Source: an optimization exercise on an open RTL-to-GDS flow (aim: small area). Production flows keep margins and buffers that such runs may drop.
In this exercise RTL edits were held to simulation tests only and were not proved equivalent to the original.

File: design/flow/config.mk
export PLATFORM = sky130hd
export DESIGN_NAME = zoom_hb
export DESIGN_NICKNAME = zoom_hb
export VERILOG_FILES = /design/flow/design.v
export SDC_FILE = /design/flow/constraint.sdc
export NUM_CORES = 4
export LEC_CHECK = 0
export CAP_MARGIN = 20
export CORE_MARGIN = 2
export CORE_UTILIZATION = 40
export SLEW_MARGIN = 20
File: design/flow/constraint.sdc
create_clock -name core_clock -period 20.0 [get_ports {clk}]
set_input_delay 4.0000 -clock core_clock [delete_from_list [all_inputs] [get_ports {clk}]]
set_output_delay 4.0000 -clock core_clock [all_outputs]
set_load 0.01 [all_outputs]
File: design/flow/design.v
module hb_stage #(
  parameter IW = 24,    
  parameter OW = 28     
) (
  input  wire                 clk,
  input  wire                 rst,
  input  wire                 in_valid,
  input  wire signed [IW-1:0] in_re,
  input  wire signed [IW-1:0] in_im,
  output reg                  out_valid,
  output reg  signed [OW-1:0] out_re,
  output reg  signed [OW-1:0] out_im
);
  localparam AW = IW + 24;    
  reg signed [IW-1:0] dl_re [0:30];
  reg signed [IW-1:0] dl_im [0:30];
  reg                 phase;    
  reg                 busy;
  reg        [4:0]    k;
  reg signed [AW-1:0] acc_re;
  reg signed [AW-1:0] acc_im;
  reg signed [18:0] coef;
  always @* begin
    case (k)
      5'd0 : coef = -734;
      5'd1 : coef = 0;
      5'd2 : coef = 1678;
      5'd3 : coef = 0;
      5'd4 : coef = -3067;
      5'd5 : coef = 0;
      5'd6 : coef = 5138;
      5'd7 : coef = 0;
      5'd8 : coef = -8415;
      5'd9 : coef = 0;
      5'd10: coef = 14103;
      5'd11: coef = 0;
      5'd12: coef = -26529;
      5'd13: coef = 0;
      5'd14: coef = 83362;
      5'd15: coef = 131072;
      5'd16: coef = 83362;
      5'd17: coef = 0;
      5'd18: coef = -26529;
      5'd19: coef = 0;
      5'd20: coef = 14103;
      5'd21: coef = 0;
      5'd22: coef = -8415;
      5'd23: coef = 0;
      5'd24: coef = 5138;
      5'd25: coef = 0;
      5'd26: coef = -3067;
      5'd27: coef = 0;
      5'd28: coef = 1678;
      5'd29: coef = 0;
      5'd30: coef = -734;
      default: coef = 0;
    endcase
  end
  wire signed [AW-1:0] sum_re = acc_re + coef * dl_re[k];
  wire signed [AW-1:0] sum_im = acc_im + coef * dl_im[k];
  integer i;
  always @(posedge clk) begin
    if (rst) begin
      phase     <= 1'b0;
      busy      <= 1'b0;
      k         <= 5'd0;
      out_valid <= 1'b0;
      for (i = 0; i < 31; i = i + 1) begin
        dl_re[i] <= {IW{1'b0}};
        dl_im[i] <= {IW{1'b0}};
      end
    end else begin
      out_valid <= 1'b0;
      if (in_valid) begin
        phase    <= ~phase;
        dl_re[0] <= in_re;
        dl_im[0] <= in_im;
        for (i = 1; i < 31; i = i + 1) begin
          dl_re[i] <= dl_re[i-1];
          dl_im[i] <= dl_im[i-1];
        end
        if (phase) begin
          busy   <= 1'b1;
          k      <= 5'd0;
          acc_re <= 1 <<< 17;     
          acc_im <= 1 <<< 17;
        end
      end else if (busy) begin
        acc_re <= sum_re;
        acc_im <= sum_im;
        k      <= k + 5'd1;
        if (k == 5'd30) begin
          busy      <= 1'b0;
          out_valid <= 1'b1;
          out_re    <= sum_re[OW+17:18];
          out_im    <= sum_im[OW+17:18];
        end
      end
    end
  end
endmodule
module zoom_hb (
  input  wire               clk,
  input  wire               rst,         
  input  wire [1:0]         n_hb,        
  input  wire               in_valid,
  input  wire signed [23:0] in_re,
  input  wire signed [23:0] in_im,
  output reg                out_valid,
  output reg  signed [27:0] out_re,
  output reg  signed [27:0] out_im
);
  wire               s1_valid, s2_valid;
  wire signed [27:0] s1_re, s1_im, s2_re, s2_im;
  hb_stage #(.IW(24), .OW(28)) u_stage1 (
    .clk(clk), .rst(rst),
    .in_valid(in_valid), .in_re(in_re), .in_im(in_im),
    .out_valid(s1_valid), .out_re(s1_re), .out_im(s1_im)
  );
  hb_stage #(.IW(28), .OW(28)) u_stage2 (
    .clk(clk), .rst(rst),
    .in_valid(s1_valid), .in_re(s1_re), .in_im(s1_im),
    .out_valid(s2_valid), .out_re(s2_re), .out_im(s2_im)
  );
  always @(posedge clk) begin
    if (rst) begin
      out_valid <= 1'b0;
    end else begin
      case (n_hb)
        2'd0: begin
          out_valid <= in_valid;
          out_re    <= {{4{in_re[23]}}, in_re};
          out_im    <= {{4{in_im[23]}}, in_im};
        end
        2'd1: begin
          out_valid <= s1_valid;
          out_re    <= s1_re;
          out_im    <= s1_im;
        end
        default: begin
          out_valid <= s2_valid;
          out_re    <= s2_re;
          out_im    <= s2_im;
        end
      endcase
    end
  end
endmodule
File: design/flow/run.sh
#!/bin/bash
# synth_recipe.tcl (not shown) runs the flow's synth.tcl, then flattens the netlist and writes it again
# the make line also repeats each setting of config.mk as NAME=value (left out here)
make -C /OpenROAD-flow-scripts/flow DESIGN_CONFIG=/design/flow/config.mk WORK_HOME=/design/flow/orfs CLKGATE_MAP_FILE= SYNTH_SCRIPT=/design/flow/synth_recipe.tcl finish
==> summary.txt <==
==> cells by family after synthesis <==
| family | after synthesis |
|---|---|
| AOI/OAI and AO/OA | 2747 |
| xor gates and xnor gates | 364 |
| adders and majority gates | 2652 |
| buffers and inverters | 3568 |
| DFF | 3629 |
| muxes | 3284 |
| and+or+nand+nor | 6781 |
==> how the worst min path moves through the flow <==
stage,endpoint,from,slack [ns]
after floorplan,out_valid,u_stage2.out_valid,0.44
after global placement,u_stage2.dl_im[30][15],u_stage2.dl_im[30][15],0.47
after detailed placement,u_stage1.dl_re[30][9],u_stage1.dl_re[30][9],0.48
after CTS,u_stage2.dl_re[14][3],u_stage2.dl_re[13][3],0.39
after global routing,u_stage2.dl_re[14][3],u_stage2.dl_re[13][3],0.42
final,u_stage2.dl_re[14][3],u_stage2.dl_re[13][3],0.40
==> per-layer routing <==
| metal | part of all wire | up-vias |
|---|---|---|
| met2 | 0.46 | 5583 |
| met1 | 0.43 | 84240 |
| li1 | - | 75700 |
| met4 | 0.039 | 10 |
| met5 | 0.00010 | - |
| met3 | 0.070 | 1170 |
==> layout make-up <==
type / instances / area (sq um) / share of cell area
timing repair buffer: 483 / 4120 / 0.01679
multi-input combinational: 15830 / 134700 / 0.5488
sequential: 3629 / 76220 / 0.3106
clock inverter: 155 / 1911 / 0.007786
tap: 7452 / 9324 / 0.03800
inverter: 2097 / 7874 / 0.03209
antenna: 17 / 42.54 / 0.0001734
clock buffer: 554 / 11220 / 0.04573
==> critical path, delay by kind of cell, from the launching register on <==
family / cells / cell delay (ns)
compound gates: 12 / 3.51
xor+xnor: 3 / 0.46
fa+ha+maj: 9 / 4.21
buf+inv: 5 / 1.48
flops: 1 / 0.88
simple gates: 11 / 2.88
==> stage by stage <==
stage                     setup slack, ns  instance area, sq um
after floorplan                     9.029                223700
after global placement              6.375                232100
after detailed placement            6.277                232200
after CTS                           6.199                245300
after global routing                5.606                245400
final                               6.176                245400
==> state kept, by name (all words and copies together), names as in the netlist, 28 cells and up <==
name,cells
u_stage1.out_re,28
u_stage2.out_re,28
u_stage1.dl_re,744
u_stage1.acc_im,46
out_im,28
out_re,28
u_stage2.dl_re,868
u_stage2.acc_im,46
u_stage2.acc_re,46
u_stage2.dl_im,868
u_stage1.dl_im,744
u_stage1.out_im,28
u_stage1.acc_re,46
u_stage2.out_im,28
==> cells in the final DEF, fill, tap and decap left out, types with 24 or more instances in the layout <==
cell                                 n
sky130_fd_sc_hd__nand2b_1           78
sky130_fd_sc_hd__ha_1              706
sky130_fd_sc_hd__dfxtp_2            25
sky130_fd_sc_hd__clkbuf_1           77
sky130_fd_sc_hd__clkinv_2           69
sky130_fd_sc_hd__and3_1             37
sky130_fd_sc_hd__o21a_1             60
sky130_fd_sc_hd__and2_1            845
sky130_fd_sc_hd__a22o_1            513
sky130_fd_sc_hd__a31oi_1            33
sky130_fd_sc_hd__nor2_1           3607
sky130_fd_sc_hd__xor2_1            116
sky130_fd_sc_hd__nand3_1           274
sky130_fd_sc_hd__o21ai_0           255
sky130_fd_sc_hd__o21bai_1           36
sky130_fd_sc_hd__a21oi_1           352
sky130_fd_sc_hd__fa_1             1944
sky130_fd_sc_hd__dfxtp_1          3247
sky130_fd_sc_hd__a22oi_1           529
sky130_fd_sc_hd__mux2i_1          3279
sky130_fd_sc_hd__clkdlybuf4s50_1   105
sky130_fd_sc_hd__a221oi_1          519
sky130_fd_sc_hd__xnor2_1           246
sky130_fd_sc_hd__nand4_1           128
sky130_fd_sc_hd__clkbuf_8           89
sky130_fd_sc_hd__inv_1            2092
sky130_fd_sc_hd__bufinv_16          24
sky130_fd_sc_hd__nand2_1          1382
sky130_fd_sc_hd__nor2b_1           143
sky130_fd_sc_hd__a211oi_1           44
sky130_fd_sc_hd__a21o_1            148
sky130_fd_sc_hd__clkbuf_16         388
sky130_fd_sc_hd__buf_4             360
sky130_fd_sc_hd__nor2_4             54
sky130_fd_sc_hd__nor3_1            149
sky130_fd_sc_hd__edfxtp_1          352
sky130_fd_sc_hd__a21oi_2            76
==> results by group <==
Detailed routing
  – Final routed DRC violation total: 0
  – Vias after detailed routing: 166700
  – Final antenna-violating net count: 0
  – DRT iter0 DRCs: 15220
  – Per-cell routed wire length: 23.14 um
  – TritonRoute pass-1 iters: 8
  – Per-cell via count in the routed design: 5.517
  – Final wirelength: 699100 um

Synth
  – Compound-cell area share of the yosys netlist: 0.09201
  – Top area cells in the synthesized netlist: sky130_fd_sc_hd__dfxtp_1, sky130_fd_sc_hd__fa_1, sky130_fd_sc_hd__mux2i_1
  – Post-synth top area share: 0.2933
  – Post-Synth XOR/XNOR Area: 0.01438
  – Combinational family with the most area after synthesis: adder cells
  – Number of register bits inferred by synthesis: 3629
  – Cells after synthesis: 23030
  – Synthesized Nets: 25730
  – Flip-flop cell with the highest count after synthesis: sky130_fd_sc_hd__dfxtp_1
  – Fraction of the mapped netlist area in simple logic gates: 0.1314
  – Count of cell types in the netlist: 99
  – Synth cell count leaders: sky130_fd_sc_hd__nor2_1, sky130_fd_sc_hd__mux2i_1, sky130_fd_sc_hd__dfxtp_1
  – Sequential cell area fraction in the yosys report: 0.3405
  – Most used standard cell by instance count after synthesis: sky130_fd_sc_hd__nor2_1
  – Avg Synthesized Cell Area: 9.715 sq um
  – Yosys warns: 7
  – Proportion of synthesized area in mux cells: 0.1470
  – Synth Area in Adders: 0.2136
  – Total standard cell area after synthesis: 223700 sq um
  – Count of flip-flops with a built-in enable after synthesis: 352
  – Library cell with the largest summed area after synthesis: sky130_fd_sc_hd__dfxtp_1
  – Proportion of synthesized flip-flops having asynchronous set or reset: 0

Timing
  – Period utilization: 0.6912
  – Aggregate negative setup slack: 0 ns
  – Setup repair after global routing missed its margin: false
  – Worst Clk Skew: 0.1355 ns
  – Slew at the pin closest to its max-slew limit: 1.219 ns
  – Count of final max-slew check failures: 0
  – Final Setup Violations: 0
  – Hold slack: 0.4035 ns
  – Minimum period implied by the final worst setup slack: 13.82 ns
  – Max-Slew Margin vs Limit: 0.1811
  – Number of hold-slack violations in the final timing report: 0
  – Peak Freq: 72.34 MHz

Cells and area
  – Share of cells above drive strength 1: 0.05487
  – Post-layout nets: 25130
  – Final standard cell count with taps included and fillers excluded: 30220
  – Layout-stage area growth over the synthesis result: 9.711%
  – Share of the core filled with cells: 0.4408
  – Count of fill cells added during filler insertion: 53480

Floorplanning
  – Die Area: 565200 sq um
  – Number of placement rows: 274
  – Area of the core: 556800 sq um
  – Initial core utilization: 0.4018
  – Die Span X: 751.8 um
  – Die span in y: 751.8 um
  – I/O pin count: 110

Worst setup path
  – Count of cells along the worst register-to-register path: 40
  – Destination of the worst register-to-register timing path: u_stage2.acc_im[45]
  – Req. time, crit path: 20.71 ns
  – Most Frequent Cell on Critical Path: sky130_fd_sc_hd__fa_1
  – Worst r2r src: u_stage2.k[2]
  – Last element of the critical path: u_stage2.acc_im[45]
  – Nature of the critical path startpoint: flop
  – Largest fanout on the critical path: 28
  – Cell with the largest stage delay on the worst path: sky130_fd_sc_hd__dfxtp_1
  – Crit path launch: u_stage2.k[2]
  – Critical path data arrival time: 14.53 ns
  – Setup CP Type: reg -> reg
  – Critical path capture point type: flop
  – Largest stage delay, worst path: 0.88 ns

Clocking
  – Number of buffers added by the clock tree synthesis step: 383
  – Root cell of the clock tree: sky130_fd_sc_hd__clkbuf_16
  – Insertion delay to the later sink of the worst-skew pair: 1.08 ns
  – Clock sink count: 3629
  – TritonCTS clock tree: done
  – CTS HTree Levels: 5
  – Resize count post-CTS: 0
  – Hold-fix buffer count after cts: 0
  – Number of buffers on the longest clock path: 4
  – Post-CTS Setup Inserts: 0
  – Clock-pin slew reported for the worst setup and hold paths after clock tree synthesis: 0.06 ns

Place
  – Global placer's final weighted congestion: 0.8821
  – Number of instances in the placed design: 29490
  – Number of buffers inserted by port buffering: 109
  – Detailed-placement wirelength estimate: 465100 um

Global routing
  – Global routing met2 resource utilization: 0.3913
  – Met3 usage: 0.03889
  – Antenna violations before repair: 26
  – Maximum number of pins on one net before global-route repair: 227
  – Global Route met1 Usage: 0.3262
  – First-pass GRT wire length: 1052000 um
  – Busiest grt layer: met2
  – Grt total ovfl: 0
  – Vias in the first global route: 164600
  – Total Routing Usage GR: 0.2413

Worst hold path
  – Min-Delay Path Class: reg -> reg
  – Worst Hold Path Cells: 2

Outcome
  – Result of the run: no timing/DRC/antenna violations

Job
  – Max-cap viol count: 0

==> static timing again, ports no longer ideal <==
The results above use ideal ports. As a check the final layout listed here was re-extracted and re-timed, cells and wires unchanged.
Step 1: set_driving_cell puts a clkbuf_16 on clk and a buf_2 on each other input, an assumption about the parent block.
Step 2 times the ports against the registers' clock, not the clock port: input delays grow and output delays shrink by t, the midpoint of the rising clock arrivals with the driver on.
a / b / c = no drivers / after step 1 / after step 2; a / b = the first two.
t, ns: 1.131
setup slack, ns: 6.176 / 6.176 / 6.176
hold slack, ns: 0.404 / 0.404 / 0.404
worst register clock-pin slew, ns: 0.08 / 0.08
worst data-port slew with drivers (ns): 0.23
After both steps setup and hold are still met in this run. The setup slack of this run moves by 0.000 ns with the drivers and by 0.000 ns with both steps.
